Context: an optimization exercise on an open-source flow, tuned for small area, a short achievable clock period and few clock cycles per item. The choices shown serve that exercise and are no tape-out recipe.
No run shown here included a check of the RTL's function; only the layout flow was run.

==> flow/design.v (outline; a module is shown in full before it is edited, if it fits) <==
// module blk_enc: 1346 lines
module blk_enc (
    input  wire         clk,
    input  wire         rst_n,
    input  wire         in_valid,
    output wire         in_ready,
    input  wire [31:0]  in_data,
    input  wire [4:0]   cfg_fmt,
    input  wire [1:0]   cfg_mode,
    input  wire [31:0]  cfg_seed,
    input  wire [31:0]  cfg_idx,
    output wire         out_valid,
    input  wire         out_ready,
    output wire [15:0]  out_head,
    output wire [255:0] out_elems,
    output wire         out_overflow,
    output wire [5:0]   out_lost
);
  // ...
==> flow/flow/run.sh <==
#!/bin/bash
# Standard layout (the standard.sh: standard synthesis, floorplan, place,
# CTS, route), with the port buffers made of sky130_fd_sc_hd__buf_2 cells
# instead of the resizer's default pick.
set -euo pipefail
export BUFFER_PORTS_ARGS="-buffer_cell sky130_fd_sc_hd__buf_2"
bash standard.sh > standard_flow.log 2>&1
==> flow/standard.sh <==
#!/bin/bash
# synth_recipe.tcl (not shown) runs the flow's synth.tcl, then flattens the netlist and writes it again
# the make line also repeats each setting of config.mk as NAME=value (left out here)
make -C /OpenROAD-flow-scripts/flow DESIGN_CONFIG=/design/flow/config.mk WORK_HOME=/design/flow/orfs CLKGATE_MAP_FILE= SYNTH_SCRIPT=/design/flow/synth_recipe.tcl "${@:-finish}"
==> flow/config.mk <==
export PLATFORM = sky130hd
export DESIGN_NAME = blk_enc
export DESIGN_NICKNAME = blk_enc
export VERILOG_FILES = /design/flow/design.v
export SDC_FILE = /design/flow/constraint.sdc
export NUM_CORES = 4
export LEC_CHECK = 0
export CAP_MARGIN = 20
export CORE_MARGIN = 2
export CORE_UTILIZATION = 60
export PLACE_DENSITY = 0.75
export SLEW_MARGIN = 20
==> flow/constraint.sdc <==
create_clock -name core_clock -period 30.0 [get_ports {clk}]
set_input_delay 6.0000 -clock core_clock [delete_from_list [all_inputs] [get_ports {clk}]]
set_output_delay 6.0000 -clock core_clock [all_outputs]
set_load 0.01 [all_outputs]
==> notes.md, run 1 <==
IO Port Bufs 387; CTS Buf Count 161; Multi-input gate area 0.0232 mm^2; cell area after layout 0.0773 mm^2; max reg flops 1,056; Hold Path Stages 0; fin crit period 7.84 ns; CTS Buffer Depth 3; H-tree levels 4; r2r startpoint ring[1043]; mux cell area share after synthesis 2.81%; main area contributors after synthesis dfxtp_1 33%, edfxtp_1 30%, fa_1 10%; Placement Setup Slack 21.96 ns; Die Ht 340 um; row cnt 123; RSZ-0062 raised after global routing no; effective utilization at floorplan 60.4%; largest family of logic cells by synthesized area adder cells; max incr delay on CP 0.72 ns; status no timing/DRC/antenna violations; post_cts resized 0; CTS root buf clkbuf_16; total wire length 138 mm; max_slew headroom 30.9%; GR Util met1 32.3%; Buffers & Inverters on Critical Path 1; Hold/Removal Path Class reg2reg; synthesized area 0.0677 mm^2; Critical Path RT 30.48 ns; commonest non-fill, non-tap cell in the layout dfxtp_1
==> run 2, diff against run 1 <==
--- a/flow/design.v
+++ b/flow/design.v
@@ -1118,18 +1118,18 @@
     assign      ld_hpre = (rd_go && rd_j == 5'd31 && cnt == NC) || (lf && lj == 5'd31 && cnt == 6'd32);
     always @(posedge clk) begin
         if (ld_hpre)
             hpre <= h_base;
         else if (rd_go)
             hpre <= add32(hpre, C0);
     end
     wire       out_free = !out_valid_r || out_ready;
-    reg        v1, v2, v3;
-    wire       sk_hold     = out_valid_r && (skid_full || v3);    
+    reg        v1, v2;
+    wire       sk_hold     = out_valid_r && (skid_full || v2);    
     wire       skid_full_n = sk_hold && !out_ready;
     wire [5:0] cnt_p0      = cnt - {5'd0, rd_go};
     wire [5:0] cnt_p1      = cnt + 6'd1 - {5'd0, rd_go};
     wire [5:0] cnt_n       = fire ? cnt_p1 : cnt_p0;
     wire [5:0] in_lab_n    = fire ? ph_inc : in_lab;
     wire [5:0] rd_lab_n    = rd_go ? ph_inc : ((cnt == 6'd0) ? ph : rd_lab);
     wire       ir_f1       = (cnt_p1 != NC) || !sk_hold;                  
     wire       ir_f0       = (cnt_p0 == 6'd0) ||
@@ -1265,82 +1265,71 @@
     end
     wire [58:0] b_r    = {s2_s, 35'd0} >> s2_sa;
     wire [3:0]  b_q    = b_r[35:32];
     wire [31:0] b_fr   = b_r[31:0];
     wire        b_upn  = b_fr[31] && (s2_rest || b_q[0]);
     wire        b_ups  = lt32(g2, b_fr);
     wire        b_up   = (s2_mode == MODE_RNE) ? b_upn :
                          (s2_mode == MODE_SR)  ? b_ups : 1'b0;
-    reg         s3_sign, s3_up, s3_nz, s3_spec;
-    reg  [3:0]  s3_q;
-    reg  [6:0]  s3_eb;
-    reg  [1:0]  s3_sbit;
-    always @(posedge clk) begin
-        if (!rst_n)
-            v3 <= 1'b0;
-        else if (adv)
-            v3 <= v2;
-        if (adv) begin
-            s3_sign <= s2_sign;
-            s3_up   <= b_up;
-            s3_nz   <= s2_nz;
-            s3_spec <= s2_spec;
-            s3_q    <= b_q;
-            s3_eb   <= s2_eb;
-            s3_sbit <= s2_sbit;
-        end
-    end
-    wire [4:0]  c_qr  = {1'b0, s3_q} + {4'd0, s3_up};
-    wire [6:0]  c_mag = s3_eb + {2'b00, c_qr};
-    reg  [7:0]  c_code;
+    wire [6:0]  c_mag0 = s2_eb + {3'b000, b_q};
+    wire [6:0]  c_mag1 = s2_eb + {3'b000, b_q} + 7'd1;
+    reg  [7:0]  c_code0, c_code1;
     always @(*) begin
-        c_code = 8'd0;
-        if (c_qr != 5'd0 && !s3_spec) begin
-            c_code = {1'b0, c_mag};
-            c_code[{s3_sbit, 1'b1}] = s3_sign;
+        c_code0 = 8'd0;
+        c_code1 = 8'd0;
+        if (!s2_spec) begin
+            if (b_q != 4'd0) begin
+                c_code0 = {1'b0, c_mag0};
+                c_code0[{s2_sbit, 1'b1}] = s2_sign;
+            end
+            c_code1 = {1'b0, c_mag1};
+            c_code1[{s2_sbit, 1'b1}] = s2_sign;
         end
     end
-    wire        c_lost = !s3_spec && s3_nz && (c_qr == 5'd0);
+    wire [7:0]  c_code = b_up ? c_code1 : c_code0;
+    wire        c_lost = !s2_spec && s2_nz && (b_q == 4'd0) && !b_up;
     reg  [7:0]   sk_code;
     reg          sk_lost;
     reg  [15:0]  head_r;
     reg  [255:0] elems_r;
     reg          ovf_r;
     reg  [5:0]   lost_r;
-    wire         o_any  = skid_full || v3;
-    wire         o_wr   = (out_j == 5'd0) ? (out_free && o_any) : o_any;
+    wire         o_any  = skid_full || v2;
+    wire         o_j0   = (out_j == 5'd0);
+    wire         o_wr0  = o_j0 && o_any && out_free;       
+    wire         o_wrn  = !o_j0 && o_any;                  
+    wire         o_wr   = o_wr0 || o_wrn;
     wire [7:0]   o_code = skid_full ? sk_code : c_code;
     wire         o_lost = skid_full ? sk_lost : c_lost;
     always @(posedge clk) begin
         if (!rst_n) begin
             out_valid_r <= 1'b0;
             out_j       <= 5'd0;
         end else begin
-            out_valid_r <= (o_wr && out_j == 5'd31) || (out_valid_r && !out_ready);
+            out_valid_r <= (o_any && out_j == 5'd31) || (out_valid_r && !out_ready);
             if (o_wr)
                 out_j <= out_j + 5'd1;
         end
-        if (!skid_full && v3 && !out_free) begin
+        if (!skid_full && v2 && !out_free) begin
             sk_code <= c_code;
             sk_lost <= c_lost;
         end
-        if (out_j == 5'd0 && out_free && o_any)
+        if (o_wr0)
             elems_r[7:0] <= o_code;
         for (i = 1; i < 32; i = i + 1)
             if (o_any && out_j == i)
                 elems_r[8*i +: 8] <= o_code;
-        if (o_wr) begin
-            if (out_j == 5'd0) begin
-                head_r <= c_head;
-                ovf_r  <= c_ovf;
-                lost_r <= {5'd0, o_lost};
-            end else
-                lost_r <= lost_r + {5'd0, o_lost};
+        if (o_wr0) begin
+            head_r <= c_head;
+            ovf_r  <= c_ovf;
+            lost_r <= {5'd0, o_lost};
         end
+        if (o_wrn)
+            lost_r <= lost_r + {5'd0, o_lost};
     end
     assign in_ready     = in_ready_r;
     assign out_valid    = out_valid_r;
     assign out_head     = head_r;
     assign out_elems    = elems_r;
     assign out_overflow = ovf_r;
     assign out_lost     = lost_r;
 endmodule
==> flow/config.mk (replaced) <==
export PLATFORM = sky130hd
export DESIGN_NAME = blk_enc
export DESIGN_NICKNAME = blk_enc
export VERILOG_FILES = /design/flow/design.v
export SDC_FILE = /design/flow/constraint.sdc
export NUM_CORES = 4
export LEC_CHECK = 0
export CAP_MARGIN = 20
export CORE_MARGIN = 2
export CORE_UTILIZATION = 40
export PLACE_DENSITY = 0.6
export SLEW_MARGIN = 20
==> notes.md, run 2 <==
status no timing/DRC/antenna violations (unchanged); Die Ht 415 um (was 340 um); fin crit period 7.65 ns (was 7.84 ns); effective utilization at floorplan 40.3% (was 60.4%); CTS tree built (unchanged); leading cell type by number of instances after synthesis dfxtp_1 (unchanged); clk_skew 0.0640 ns (was 0.0667 ns); clock sink count 1,762 (was 1,780); largest net degree at the start of global routing 93 (was 100); Total GRT Usage 16.9% (was 24.1%); number of global-route vias before repair 37,600 (was 37,900); total wire length 145 mm (was 138 mm); Top reg by flops ring (unchanged); hold path endpoint ring[635] (was ring[230]); main area contributors after synthesis dfxtp_1 33%, edfxtp_1 29%, fa_1 10% (was dfxtp_1 33%, edfxtp_1 30%, fa_1 10%); Worst Tran Pin Value 1.09 ns (was 1.03 ns); CP max FO 6 (was 17); post_cts resized 0 (unchanged); Residual DRC 0 (unchanged); Routed Antenna Nets 0 (unchanged); CTS Buffer Depth 3 (unchanged); commonest cells after routing, fill and taps aside 1,112 x dfxtp_1, 650 x edfxtp_1, 525 x inv_1 (was 1,113 x dfxtp_1, 667 x edfxtp_1, 529 x inv_1); r2r startpoint g1[23] (was ring[1043]); Seq/Total Area, Yosys 61.9% (was 62.5%); max-slew violations 0 (unchanged); 1st-iter DRT viols 2,111 (was 2,804); Yosys cell types 93 (was 95); critical path arrival 8.24 ns (was 8.32 ns); first-pass GRT wire length 223 mm (was 214 mm); Synth Instances 4,903 (was 4,901); post-synth top area share 33.0% (was 32.9%); Critical Path RT 30.59 ns (was 30.48 ns); row cnt 150 (was 123); max frequency 131 MHz (was 128 MHz); CTS root buf clkbuf_16 (unchanged); grt total ovfl 0 (unchanged); share of layout cells above drive strength 1 16.1% (was 15.6%); I/O pins 388 (unchanged); Layout area overhead 15.9% (was 14.1%); TNS Setup 0 ns (unchanged); synth warn 2 (unchanged); clock slew at reported path FFs 0.07 ns (about the same); Hold Path Stages 0 (unchanged); final RePlAce weighted congestion 0.886 (was 0.926); number of flops mapped to enable cells by yosys 650 (was 667); Detailed Routing Iterations Pass 1 6 (was 5); cell taking the most area after synthesis dfxtp_1 (unchanged); final setup fails 0 (unchanged); Reg2Reg Depth 23 (was 25); Synth Area per Inst 13.8 um^2 (about the same); hold_buf cts 0 (unchanged); fin util 46.7% (was 68.9%); initial antenna violation count 7 (unchanged); ys async rst share 0% (unchanged); RSZ-0062 raised after global routing no (unchanged); clock latency (worst-skew pair) 0.84 ns (was 0.78 ns); die width 415 um (was 340 um); DR vias/cell 4.78 (was 5.29); DP HPWL 106 mm (was 98.8 mm); synthesized area 0.0675 mm^2 (was 0.0677 mm^2); max_slew headroom 26.9% (was 30.9%); max cap viols 0 (unchanged); FF-to-FF End g2[15] (was bmx[0]); synth cell count leaders 1,112 x dfxtp_1, 650 x edfxtp_1, 525 x inv_1, 338 x fa_1, 333 x ha_1 (was 1,113 x dfxtp_1, 667 x edfxtp_1, 530 x inv_1, 338 x fa_1, 335 x ha_1); flop-to-flop setup slack 22.35 ns (was 22.16 ns); commonest non-fill, non-tap cell in the layout dfxtp_1 (unchanged); fin crit share 25.5% (was 26.1%); dominant synthesized flop cell dfxtp_1 (unchanged); FILL cells 14,800 (was 7,754); CTS Buf Count 173 (was 161); Hold/Removal Path Class reg2reg (unchanged); hold path start ring[667] (was ring[262]); vias 37,100 (was 37,300); register bit total from synthesis 1,762 (was 1,780); critical path class reg2reg (unchanged); Setup Fix Bufs, Post-CTS 0 (unchanged); H-tree levels 4 (unchanged); CP Launch Type flop (unchanged); nets@finish 6,200 (was 6,186); die area 0.172 mm^2 (was 0.116 mm^2); DR WL/cell 18.7 um (was 19.6 um); Fin. Hold Viols 0 (unchanged); IO Port Bufs 387 (unchanged); max reg flops 1,056 (unchanged); CP Capture Type flop (unchanged); core area 0.167 mm^2 (was 0.112 mm^2)
[run 2: kinds of logic after synthesis]
logic type / share of synthesized area, %
DFF: 61.9
and+or+nand+nor: 5.72
adders and majority gates: 16.2
buffers and inverters: 3.55
AOI/OAI and AO/OA: 6.05
xor gates and xnor gates: 3.40
muxes: 3.12
other: 0.00556
[run 2: worst max path at each step]
stage	from	end	slack, ns	cells past startpoint
global route	g1[23]	g2[15]	21.85	23
CTS	g1[23]	g2[15]	22.34	23
detailed placement	out_ready	in_ready_r	22.08	7
floorplan	out_ready	elems_r[0]	21.72	2
finish	g1[23]	g2[15]	22.35	23
global placement	out_ready	in_ready_r	22.05	7
[run 2: final cells by class]
| cell class | instances | area, um^2 | share of cell area (%) |
|---|---|---|---|
| Antenna cell | 1 | 2.50 | 0.00320 |
| Clock buffer | 234 | 4940 | 6.32 |
| Clock inverter | 85 | 991 | 1.27 |
| Inverter | 529 | 1990 | 2.55 |
| Multi-Input combinational cell | 2518 | 23400 | 29.9 |
| Sequential cell | 1762 | 41800 | 53.5 |
| Tap cell | 2204 | 2760 | 3.53 |
| Timing Repair Buffer | 438 | 2320 | 2.97 |
[run 2: routing by layer]
metal	track usage (%)	wire, um	vias up
met3	3.45	7440	226
met5	0	39	-
met1	22.5	65300	18300
li1	-	-	17700
met4	5.57	3980	6
met2	27.5	68400	934
[run 2: critical path, cell delays in order, from the launching register on]
cell and delay, ns:
edfxtp_1 0.48, xor2_1 0.68, inv_1 0.33, fa_1 0.56, fa_1 0.50, inv_1 0.05
fa_1 0.44, ha_1 0.35, nand4_1 0.11, a21oi_1 0.04, a221o_1 0.44, a2111oi_2 0.40
o21ai_0 0.16, o211a_1 0.16, o41ai_1 0.74, o21ai_0 0.27, o41ai_1 0.50, o21a_1 0.25
fa_1 0.20, xnor2_1 0.13, xnor2_1 0.15, xnor2_1 0.10, xnor2_1 0.25, xnor2_1 0.11
[run 2: stage by stage]
step                      instance area, um^2  cells  setup slack, ns  hold slack [ns]
after global routing                    78200   7771            21.85            0.324
after floorplan                         67500   4904            21.72            0.310
after detailed placement                72200   7451            22.08            0.312
after CTS                               78200   7770            22.34            0.317
final                                   78200   7771            22.35            0.316
after global placement                  72200   7451            22.05            0.310
==> run 3, diff against run 2 <==
--- a/flow/config.mk
+++ b/flow/config.mk
@@ -8,5 +8,7 @@
 export CAP_MARGIN = 20
 export CORE_MARGIN = 2
 export CORE_UTILIZATION = 40
+export CTS_CLUSTER_DIAMETER = 100
+export CTS_CLUSTER_SIZE = 20
 export PLACE_DENSITY = 0.6
 export SLEW_MARGIN = 20
==> notes.md, run 3 <==
max-slew violations 0 (unchanged); CP max FO 6 (unchanged); GR Util met1 22.5% (about the same); Synth Area per Inst 13.8 um^2 (unchanged); die width 415 um (unchanged); total wire length 143 mm (was 145 mm); vias 36,300 (was 37,100); Critical Path RT 30.46 ns (was 30.59 ns); die area 0.172 mm^2 (unchanged); hold_ws 0.309 ns (was 0.316 ns); I/O pins 388 (unchanged); grt total ovfl 0 (unchanged); max_slew headroom 28.2% (was 26.9%); hold path start ring[82] (was ring[667]); Multi-input gate area 0.0234 mm^2 (unchanged); TNS Setup 0 ns (unchanged); critical path class reg2reg (unchanged); max reg flops 1,056 (unchanged); clock latency (worst-skew pair) 0.79 ns (was 0.84 ns); Residual DRC 0 (unchanged); cell area after layout 0.0753 mm^2 (was 0.0782 mm^2); critical path arrival 8.14 ns (was 8.24 ns); effective utilization at floorplan 40.3% (unchanged); CTS tree built (unchanged); clock sink count 1,762 (unchanged); register area 0.0418 mm^2 (unchanged); Top reg by flops ring (unchanged); Detailed Routing Iterations Pass 1 5 (was 6); synth warn 2 (unchanged); share of layout cells above drive strength 1 13.8% (was 16.1%); DP Area 0.0722 mm^2 (unchanged); Most Crowded Layer GR met2 (unchanged); main area contributors after synthesis dfxtp_1 33%, edfxtp_1 29%, fa_1 10% (unchanged); 1st-iter DRT viols 2,101 (was 2,111); dominant synthesized flop cell dfxtp_1 (unchanged); CTS Buffer Depth 3 (unchanged); fin crit share 25.6% (was 25.5%); CP Capture Type flop (unchanged); Worst Tran Pin Value 1.08 ns (was 1.09 ns); max frequency 130 MHz (was 131 MHz); register bit total from synthesis 1,762 (unchanged); GRT met2 Usage 27.3% (was 27.5%); CTS Buf Count 104 (was 173); number of global-route vias before repair 36,500 (was 37,600); Setup crit start g1[23] (unchanged); Hold/Removal Path Class reg2reg (unchanged); Fin. Hold Viols 0 (unchanged); largest net degree at the start of global routing 93 (unchanged); Total GRT Usage 16.6% (was 16.9%); post-synth top area share 33.0% (unchanged); DR vias/cell 4.78 (about the same); fin crit period 7.68 ns (was 7.65 ns); clock slew at reported path FFs 0.08 ns (was 0.07 ns); Routed Antenna Nets 0 (unchanged); first-pass GRT wire length 220 mm (was 223 mm); clk_skew 0.0781 ns (was 0.0640 ns); core area 0.167 mm^2 (unchanged); DR WL/cell 18.9 um (was 18.7 um); CP Launch Type flop (unchanged); r2r startpoint g1[23] (unchanged); hold_buf cts 0 (unchanged); number of flops mapped to enable cells by yosys 650 (unchanged); status no timing/DRC/antenna violations (unchanged); leading cell type by number of instances after synthesis dfxtp_1 (unchanged); max cap viols 0 (unchanged); DP HPWL 106 mm (unchanged); commonest cells after routing, fill and taps aside 1,112 x dfxtp_1, 650 x edfxtp_1, 524 x inv_1 (was 1,112 x dfxtp_1, 650 x edfxtp_1, 525 x inv_1); synth cell count leaders 1,112 x dfxtp_1, 650 x edfxtp_1, 525 x inv_1, 338 x fa_1, 333 x ha_1 (unchanged); Synth Instances 4,903 (unchanged); Die Ht 415 um (unchanged); commonest non-fill, non-tap cell in the layout dfxtp_1 (unchanged); final setup fails 0 (unchanged); met3 Use GR 2.62% (was 3.45%); Layout area overhead 11.7% (was 15.9%); synthesized area 0.0675 mm^2 (unchanged); final RePlAce weighted congestion 0.886 (unchanged); cell taking the most area after synthesis dfxtp_1 (unchanged); nets@finish 6,131 (was 6,200); ys async rst share 0% (unchanged); post_cts resized 0 (unchanged); initial antenna violation count 7 (unchanged); CTS root buf clkbuf_16 (unchanged); RSZ-0062 raised after global routing no (unchanged); IO Port Bufs 387 (unchanged); Setup Fix Bufs, Post-CTS 0 (unchanged); row cnt 150 (unchanged); Seq/Total Area, Yosys 61.9% (unchanged); Yosys cell types 93 (unchanged); FILL cells 15,000 (was 14,800); H-tree levels 3 (was 4)
-- run 3: cell counts after synthesis --
Identical to the previous run, type by type.
-- run 3: logic make-up after synthesis --
kind of cell / count (synthesis) / synth area share, %
and+or+nand+nor: 813 / 5.72
xor gates and xnor gates: 262 / 3.40
other: 1 / 0.00556
AOI/OAI and AO/OA: 599 / 6.05
buffers and inverters: 624 / 3.55
muxes: 171 / 3.12
adders and majority gates: 671 / 16.2
DFF: 1762 / 61.9
-- run 3: layout make-up --
class	instances	share of cell area (%)
clock inverter	19	0.453
sequential	1762	55.5
tap	2204	3.66
multi-input combinational	2518	31.0
clock buffer	134	3.67
inverter	529	2.64
antenna	1	0.00332
timing repair buffer	438	3.08
-- run 3: through the flow --
step | std cells | utilization, % | setup WS, ns
CTS | 7604 | 45.0 | 22.26
floorplan | 4904 | - | 21.72
finish | 7605 | 45.0 | 22.32
global placement | 7451 | 43.1 | 22.05
detailed placement | 7451 | 43.1 | 22.08
global route | 7605 | 45.0 | 21.79
-- run 3: worst paths after layout --
check	to	slack (ns)	cells after the start
hold reg to reg	ring[50]	0.31	0
setup / recovery	g2[15]	22.32	23
hold / removal	ring[50]	0.31	0
setup reg to reg	g2[15]	22.32	23
-- run 3: worst max-delay path, cell delays in order, from the launching register on --
cell       delay [ns]
edfxtp_1         0.48
xor2_1           0.68
inv_1            0.33
fa_1             0.56
fa_1             0.50
inv_1            0.05
fa_1             0.44
ha_1             0.35
nand4_1          0.11
a21oi_1          0.04
a221o_1          0.44
a2111oi_2        0.40
o21ai_0          0.16
o211a_1          0.16
o41ai_1          0.70
o21ai_0          0.27
o41ai_1          0.49
o21a_1           0.25
fa_1             0.20
xnor2_1          0.13
xnor2_1          0.15
xnor2_1          0.10
xnor2_1          0.27
xnor2_1          0.11
-- run 3: per-layer routing --
metal | wire length [um] | vias to the layer above | share of wire (%)
met5 | 39 | - | 0.027
met4 | 3470 | 6 | 2.4
met3 | 6820 | 168 | 4.8
met2 | 67600 | 823 | 47
met1 | 65500 | 17900 | 46
li1 | - | 17400 | -

port drivers added, routing unchanged:
No port has a modelled driver above. Below, the same layouts with a new extraction and two added sets of constraints.
Step 1 (the two cells are an assumption about what drives the block):
set clk [get_ports {clk}]
set_driving_cell -lib_cell sky130_fd_sc_hd__clkbuf_16 $clk
set_driving_cell -lib_cell sky130_fd_sc_hd__buf_2 [delete_from_list [all_inputs] $clk]
Step 2 also shifts input and output timing later by t, the mid clock arrival at the registers, as if the neighbouring blocks saw the same clock.
a / b / c = no drivers / after step 1 / after step 2; a / b = the first two.
| run | t (ns) | setup slack, ns | worst hold slack (ns) | slew at the worst register clock pin (ns) | worst slew at a driven data input, ns |
|---|---|---|---|---|---|
| run 1 | 0.820 | 22.159 / 22.159 / 22.159 | 0.287 / 0.287 / 0.287 | 0.07 / 0.07 | 0.12 |
| run 2 | 0.882 | 22.353 / 22.353 / 22.208 | 0.316 / 0.316 / 0.316 | 0.07 / 0.07 | 0.15 |
| run 3 | 0.821 | 22.322 / 22.322 / 22.209 | 0.309 / 0.309 / 0.309 | 0.10 / 0.10 | 0.14 |
After both steps every run listed still meets setup and hold. The setup slack of run 2, which loses most, moves by 0.000 ns with the drivers and by -0.145 ns with both steps.
